This is an optimization exercise on Yosys and OpenROAD, whose aim is small area, a short achievable clock period and few clock cycles per item, not a production implementation. The RTL was checked by simulation tests, not by an equivalence proof against the original design.

==> inputs of maple <==
// loop_core
module loop_core (
    input  wire        clk,
    input  wire        rst,
    input  wire        cfg_we,
    input  wire [5:0]  cfg_addr,
    input  wire [31:0] cfg_wdata,
    input  wire        start,
    input  wire [31:0] sp,
    input  wire [31:0] pv,
    input  wire [31:0] target,
    input  wire [31:0] out_lo,
    input  wire [31:0] out_hi,
    input  wire [3:0]  nsec,
    input  wire        integrate,
    input  wire        reset_states,
    output wire        ready,
    output reg         done,
    output reg  [31:0] out,
    output reg  [31:0] err,
    output reg  [7:0]  flags,
    input  wire [4:0]  rd_addr,
    output reg  [47:0] rd_data
);
    reg        [30:0] beta, ki;
    reg        [30:0] b0_0, b1_0, b2_0, a1_0, a2_0;
    reg        [35:0] s1_0;
    reg        [34:0] s2_0;
    reg        [30:0] b0_1, b1_1, b2_1, a1_1, a2_1;
    reg        [35:0] s1_1;
    reg        [34:0] s2_1;
    reg        [30:0] b0_2, b1_2, b2_2, a1_2, a2_2;
    reg        [35:0] s1_2;
    reg        [34:0] s2_2;
    reg        [30:0] b0_3, b1_3, b2_3, a1_3, a2_3;
    reg        [35:0] s1_3;
    reg        [34:0] s2_3;
    reg        [30:0] b0_4, b1_4, b2_4, a1_4, a2_4;
    reg        [35:0] s1_4;
    reg        [34:0] s2_4;
    reg        [30:0] b0_5, b1_5, b2_5, a1_5, a2_5;
    reg        [35:0] s1_5;
    reg        [34:0] s2_5;
    reg        [30:0] b0_6, b1_6, b2_6, a1_6, a2_6;
    reg        [35:0] s1_6;
    reg        [34:0] s2_6;
    reg        [30:0] b0_7, b1_7, b2_7, a1_7, a2_7;
    reg        [35:0] s1_7;
    reg        [34:0] s2_7;
    reg        [30:0] rb0, rb1, rb2, ra1, ra2;
    reg        [35:0] rs1;
    reg        [34:0] rs2;
    reg signed [31:0] integ;
    reg        [3:0]  nsec_prev;
    reg               busy;
    reg               first;       
    reg               fin;         
    reg               upd;         
    reg        [2:0]  sec;         
    reg        [3:0]  n_r;
    reg               int_r;
    reg signed [31:0] lo_r, hi_r;
    reg        [31:0] o_pre;       
    reg               tl_r, th_r, eq_r;  
    reg        [30:0] x_r;         
    reg        [30:0] xd_r;        
    reg signed [34:0] i_r;         
  ...
clock: 25.0 ns
lec_check: 0
abc_area: 1
cap_margin: 20
core_margin: 2
core_utilization: 50
place_density: 0.6
slew_margin: 20
run.sh (not shown) runs the stock make flow with config.mk's settings and CLKGATE_MAP_FILE= SYNTH_SCRIPT=/design/flow/synth_recipe.tcl, a recipe that flattens the netlist after the stock synthesis.
==> garnet (differences from maple) <==
--- a/flow/design.v
+++ b/flow/design.v
@@ -53,18 +53,17 @@
     reg        [3:0]  nsec_prev;
     reg               busy;
     reg               first;       
     reg               fin;         
     reg               upd;         
     reg        [2:0]  sec;         
     reg        [3:0]  n_r;
     reg               int_r;
-    reg signed [31:0] lo_r, hi_r;
-    reg        [31:0] o_pre;       
+    reg signed [31:0] lo_r, hi_r;  
     reg               tl_r, th_r, eq_r;  
     reg        [30:0] x_r;         
     reg        [30:0] xd_r;        
     reg signed [34:0] i_r;         
     reg               f_err, f_sec, lim_mm;
     reg        [30:0] c0_r, c1_r, c2_r, c3_r, c4_r;
     reg        [35:0] s1_r;
     reg        [34:0] s2_r;
@@ -89,28 +88,26 @@
     wire [34:0] s2_new;
     lc_s1n n1 (.as(h1s), .ac(h1c), .al(h1l), .bs(h3s), .bc(h3c), .bl(h3l), .y(s1_new));
     lc_s2n n2 (.as(h2s), .ac(h2c), .al(h2l), .bs(h4s), .bc(h4c), .bl(h4l), .y(s2_new));
     wire signed [30:0] yc = x_r;
     wire [31:0] s_auto;
     wire        a_lo, a_hi;
     lc_outs os (.g(integ), .i(i_r), .y(yc), .lo(lo_r), .hi(hi_r), .s(s_auto), .lt(a_lo), .gt(a_hi));
     wire [31:0] o_auto = a_lo ? lo_r : a_hi ? hi_r : s_auto;
-    wire [31:0] o_sel = int_r ? o_auto : o_pre;
+    wire [31:0] o_sel = int_r ? o_auto : lo_r;
     wire        c_lo = int_r ? a_lo : tl_r;
     wire        c_hi = int_r ? a_hi : th_r;
     wire [31:0] integ_new;
     lc_sub32 si (.a(o_sel), .b(yc), .y(integ_new));
-    wire        mm, t_lo, t_hi_h, t_hi_l;
+    wire        mm, t_lo, t_hi;
     lc_lt32 c1 (.a(out_hi), .b(out_lo), .lt(mm));
-    lc_lt32 c2 (.a(target), .b(out_lo), .lt(t_lo));
-    lc_lt32 c3 (.a(out_hi), .b(target), .lt(t_hi_h));
-    lc_lt32 c4 (.a(out_lo), .b(target), .lt(t_hi_l));
-    wire        t_hi = mm ? t_hi_l : t_hi_h;
     wire [31:0] hi_in = mm ? out_lo : out_hi;
+    lc_lt32 c2 (.a(target), .b(out_lo), .lt(t_lo));
+    lc_lt32 c3 (.a(hi_in), .b(target), .lt(t_hi));
     wire last = (sec == n_r[2:0] - 3'd1);
     always @(posedge clk) begin
         if (rst) begin
             busy      <= 1'b0;
             done      <= 1'b0;
             nsec_prev <= 4'd0;
             integ     <= 32'sd0;
         end else begin
@@ -148,23 +145,22 @@
         end
         if (rst || (busy ? fin : !start))
             x_r    <= beta_d;
         else if (!busy || n_r != 4'd0)
             x_r    <= y_sat;
         if (!busy) begin
             sec    <= 3'd0;
             xd_r   <= e_sat;
-            o_pre  <= t_lo ? out_lo : t_hi ? hi_in : target;
             tl_r   <= t_lo;
             th_r   <= t_hi;
             eq_r   <= mm || (out_lo == out_hi);
             n_r    <= nsec;
             int_r  <= integrate;
-            lo_r   <= out_lo;
+            lo_r   <= (integrate || t_lo) ? out_lo : t_hi ? hi_in : target;
             hi_r   <= hi_in;
             lim_mm <= mm;
             f_sec  <= 1'b0;
         end else if (!fin && n_r != 4'd0) begin
             xd_r   <= x_r;
         end
     end
     wire wr = !busy && cfg_we && !start;
==> flow/flow/run.sh (new file) <==
#!/bin/bash
# The standard layout, with the resizer asked to aim for a shorter clock
# period than the design's (the constraints and the clock stay as they are)
# and the ports buffered with plain buffers.  Each tool's output goes to a
# log file of its own.
set -euo pipefail
bash standard.sh synth > synth.log 2>&1
bash standard.sh SETUP_SLACK_MARGIN=13 "BUFFER_PORTS_ARGS=-buffer_cell sky130_fd_sc_hd__buf_2" finish > layout.log 2>&1
==> flow/standard.sh (new file) <==
#!/bin/bash
# synth_recipe.tcl (not shown) runs the flow's synth.tcl, then flattens the netlist and writes it again
# the make line also repeats each setting of config.mk as NAME=value (left out here)
make -C /OpenROAD-flow-scripts/flow DESIGN_CONFIG=/design/flow/config.mk WORK_HOME=/design/flow/orfs CLKGATE_MAP_FILE= SYNTH_SCRIPT=/design/flow/synth_recipe.tcl "${@:-finish}"
Settings changed: CAP_MARGIN 20 to 30, CORE_UTILIZATION 50 to 65, PLACE_DENSITY 0.6 to 0.75, SLEW_MARGIN 20 to 30.
removed: flow/run.sh
==> xenon (differences from maple) <==
--- a/flow/design.v
+++ b/flow/design.v
@@ -53,18 +53,17 @@
     reg        [3:0]  nsec_prev;
     reg               busy;
     reg               first;       
     reg               fin;         
     reg               upd;         
     reg        [2:0]  sec;         
     reg        [3:0]  n_r;
     reg               int_r;
-    reg signed [31:0] lo_r, hi_r;
-    reg        [31:0] o_pre;       
+    reg signed [31:0] lo_r, hi_r;  
     reg               tl_r, th_r, eq_r;  
     reg        [30:0] x_r;         
     reg        [30:0] xd_r;        
     reg signed [34:0] i_r;         
     reg               f_err, f_sec, lim_mm;
     reg        [30:0] c0_r, c1_r, c2_r, c3_r, c4_r;
     reg        [35:0] s1_r;
     reg        [34:0] s2_r;
@@ -89,28 +88,26 @@
     wire [34:0] s2_new;
     lc_s1n n1 (.as(h1s), .ac(h1c), .al(h1l), .bs(h3s), .bc(h3c), .bl(h3l), .y(s1_new));
     lc_s2n n2 (.as(h2s), .ac(h2c), .al(h2l), .bs(h4s), .bc(h4c), .bl(h4l), .y(s2_new));
     wire signed [30:0] yc = x_r;
     wire [31:0] s_auto;
     wire        a_lo, a_hi;
     lc_outs os (.g(integ), .i(i_r), .y(yc), .lo(lo_r), .hi(hi_r), .s(s_auto), .lt(a_lo), .gt(a_hi));
     wire [31:0] o_auto = a_lo ? lo_r : a_hi ? hi_r : s_auto;
-    wire [31:0] o_sel = int_r ? o_auto : o_pre;
+    wire [31:0] o_sel = int_r ? o_auto : lo_r;
     wire        c_lo = int_r ? a_lo : tl_r;
     wire        c_hi = int_r ? a_hi : th_r;
     wire [31:0] integ_new;
     lc_sub32 si (.a(o_sel), .b(yc), .y(integ_new));
-    wire        mm, t_lo, t_hi_h, t_hi_l;
+    wire        mm, t_lo, t_hi;
     lc_lt32 c1 (.a(out_hi), .b(out_lo), .lt(mm));
-    lc_lt32 c2 (.a(target), .b(out_lo), .lt(t_lo));
-    lc_lt32 c3 (.a(out_hi), .b(target), .lt(t_hi_h));
-    lc_lt32 c4 (.a(out_lo), .b(target), .lt(t_hi_l));
-    wire        t_hi = mm ? t_hi_l : t_hi_h;
     wire [31:0] hi_in = mm ? out_lo : out_hi;
+    lc_lt32 c2 (.a(target), .b(out_lo), .lt(t_lo));
+    lc_lt32 c3 (.a(hi_in), .b(target), .lt(t_hi));
     wire last = (sec == n_r[2:0] - 3'd1);
     always @(posedge clk) begin
         if (rst) begin
             busy      <= 1'b0;
             done      <= 1'b0;
             nsec_prev <= 4'd0;
             integ     <= 32'sd0;
         end else begin
@@ -131,45 +128,42 @@
                 if (!fin) begin
                     if (n_r != 4'd0) begin
                         f_sec <= f_sec | ya_hi | ya_lo;
                         upd   <= 1'b1;
                     end
                     sec   <= sec + 3'd1;
                     fin   <= last || (n_r == 4'd0);
                 end else begin
-                    out   <= o_sel;
                     integ <= integ_new;
-                    flags <= {lim_mm, c_hi | (c_lo & eq_r), c_lo | (c_hi & eq_r),
-                              int_r & (a_lo | a_hi), 2'b00, f_sec, f_err};
                     nsec_prev <= n_r;
                     done  <= 1'b1;
                     busy  <= 1'b0;
                 end
             end
         end
+        out   <= o_sel;
+        flags <= {lim_mm, c_hi | (c_lo & eq_r), c_lo | (c_hi & eq_r),
+                  int_r & (a_lo | a_hi), 2'b00, f_sec, f_err};
+        xd_r  <= busy ? x_r : e_sat;
         if (rst || (busy ? fin : !start))
             x_r    <= beta_d;
         else if (!busy || n_r != 4'd0)
             x_r    <= y_sat;
         if (!busy) begin
             sec    <= 3'd0;
-            xd_r   <= e_sat;
-            o_pre  <= t_lo ? out_lo : t_hi ? hi_in : target;
             tl_r   <= t_lo;
             th_r   <= t_hi;
             eq_r   <= mm || (out_lo == out_hi);
             n_r    <= nsec;
             int_r  <= integrate;
-            lo_r   <= out_lo;
+            lo_r   <= (integrate || t_lo) ? out_lo : t_hi ? hi_in : target;
             hi_r   <= hi_in;
             lim_mm <= mm;
             f_sec  <= 1'b0;
-        end else if (!fin && n_r != 4'd0) begin
-            xd_r   <= x_r;
         end
     end
     wire wr = !busy && cfg_we && !start;
     wire [30:0] beta_d = rst ? 31'h08000000 : (wr && cfg_addr == 6'd0) ? cfg_wdata[30:0] : beta;
     always @(posedge clk)
         beta <= beta_d;
     always @(posedge clk)
         if (rst || (wr && cfg_addr == 6'd1)) ki <= rst ? 31'h00000000 : cfg_wdata[30:0];
==> flow/flow/run.sh (new file) <==
#!/bin/bash
# The standard layout, with the resizer asked to aim for a shorter clock
# period than the design's (the constraints and the clock stay as they are)
# and the ports buffered with plain buffers.  Each tool's output goes to a
# log file of its own.
set -euo pipefail
bash standard.sh synth > synth.log 2>&1
bash standard.sh SETUP_SLACK_MARGIN=13 "BUFFER_PORTS_ARGS=-buffer_cell sky130_fd_sc_hd__buf_2" finish > layout.log 2>&1
==> flow/standard.sh (new file) <==
#!/bin/bash
# synth_recipe.tcl (not shown) runs the flow's synth.tcl, then flattens the netlist and writes it again
# the make line also repeats each setting of config.mk as NAME=value (left out here)
make -C /OpenROAD-flow-scripts/flow DESIGN_CONFIG=/design/flow/config.mk WORK_HOME=/design/flow/orfs CLKGATE_MAP_FILE= SYNTH_SCRIPT=/design/flow/synth_recipe.tcl "${@:-finish}"
Settings changed: CAP_MARGIN 20 to 30, CORE_UTILIZATION 50 to 65, PLACE_DENSITY 0.6 to 0.75, SLEW_MARGIN 20 to 30.
removed: flow/run.sh
==> summary of the runs <==
First-iteration DRC count: garnet > xenon > maple.
The lowest cell count belongs to xenon, the highest to maple.
The highest critical path depth belongs to maple, the lowest to garnet.
Fmax, highest first: xenon, garnet, maple.
Flip-flop and latch count: maple is higher than xenon (32).
The highest routed wire length belongs to maple, the lowest to xenon.
Testbench counts of maple, summed over its fixed seeds: cycles 17,720, items 2,304.
Testbench counts of garnet, summed over its fixed seeds: cycles 17,720, items 2,304.
Testbench counts of xenon, summed over its fixed seeds: cycles 17,720, items 2,304.

[static timing again, ports no longer ideal]
No port has a modelled driver above. Below, the same layouts with a new extraction and two added sets of constraints. Step 1, drivers: a clkbuf_16 drives clk and a buf_2 each remaining input, both assumed. Step 2 also shifts input and output timing later by t, the mid clock arrival at the registers, as if the neighbouring blocks saw the same clock. Three values: no drivers, after step 1, after step 2; two values: the first two.
run | t (ns) | setup slack, ns | clock arrival spread, ns | slew at the worst register clock pin (ns)
maple | 1.039 | 9.995 / 9.922 / 9.922 | 0.123 / 0.124 | 0.08 / 0.08
garnet | 1.038 | 12.579 / 12.404 / 12.170 | 0.098 / 0.099 | 0.07 / 0.07
xenon | 1.014 | 12.822 / 12.687 / 12.259 | 0.096 / 0.095 | 0.08 / 0.08
After both steps every run listed still meets setup and hold. The setup slack of xenon, which loses most, moves by -0.135 ns with the drivers and by -0.563 ns with both steps.
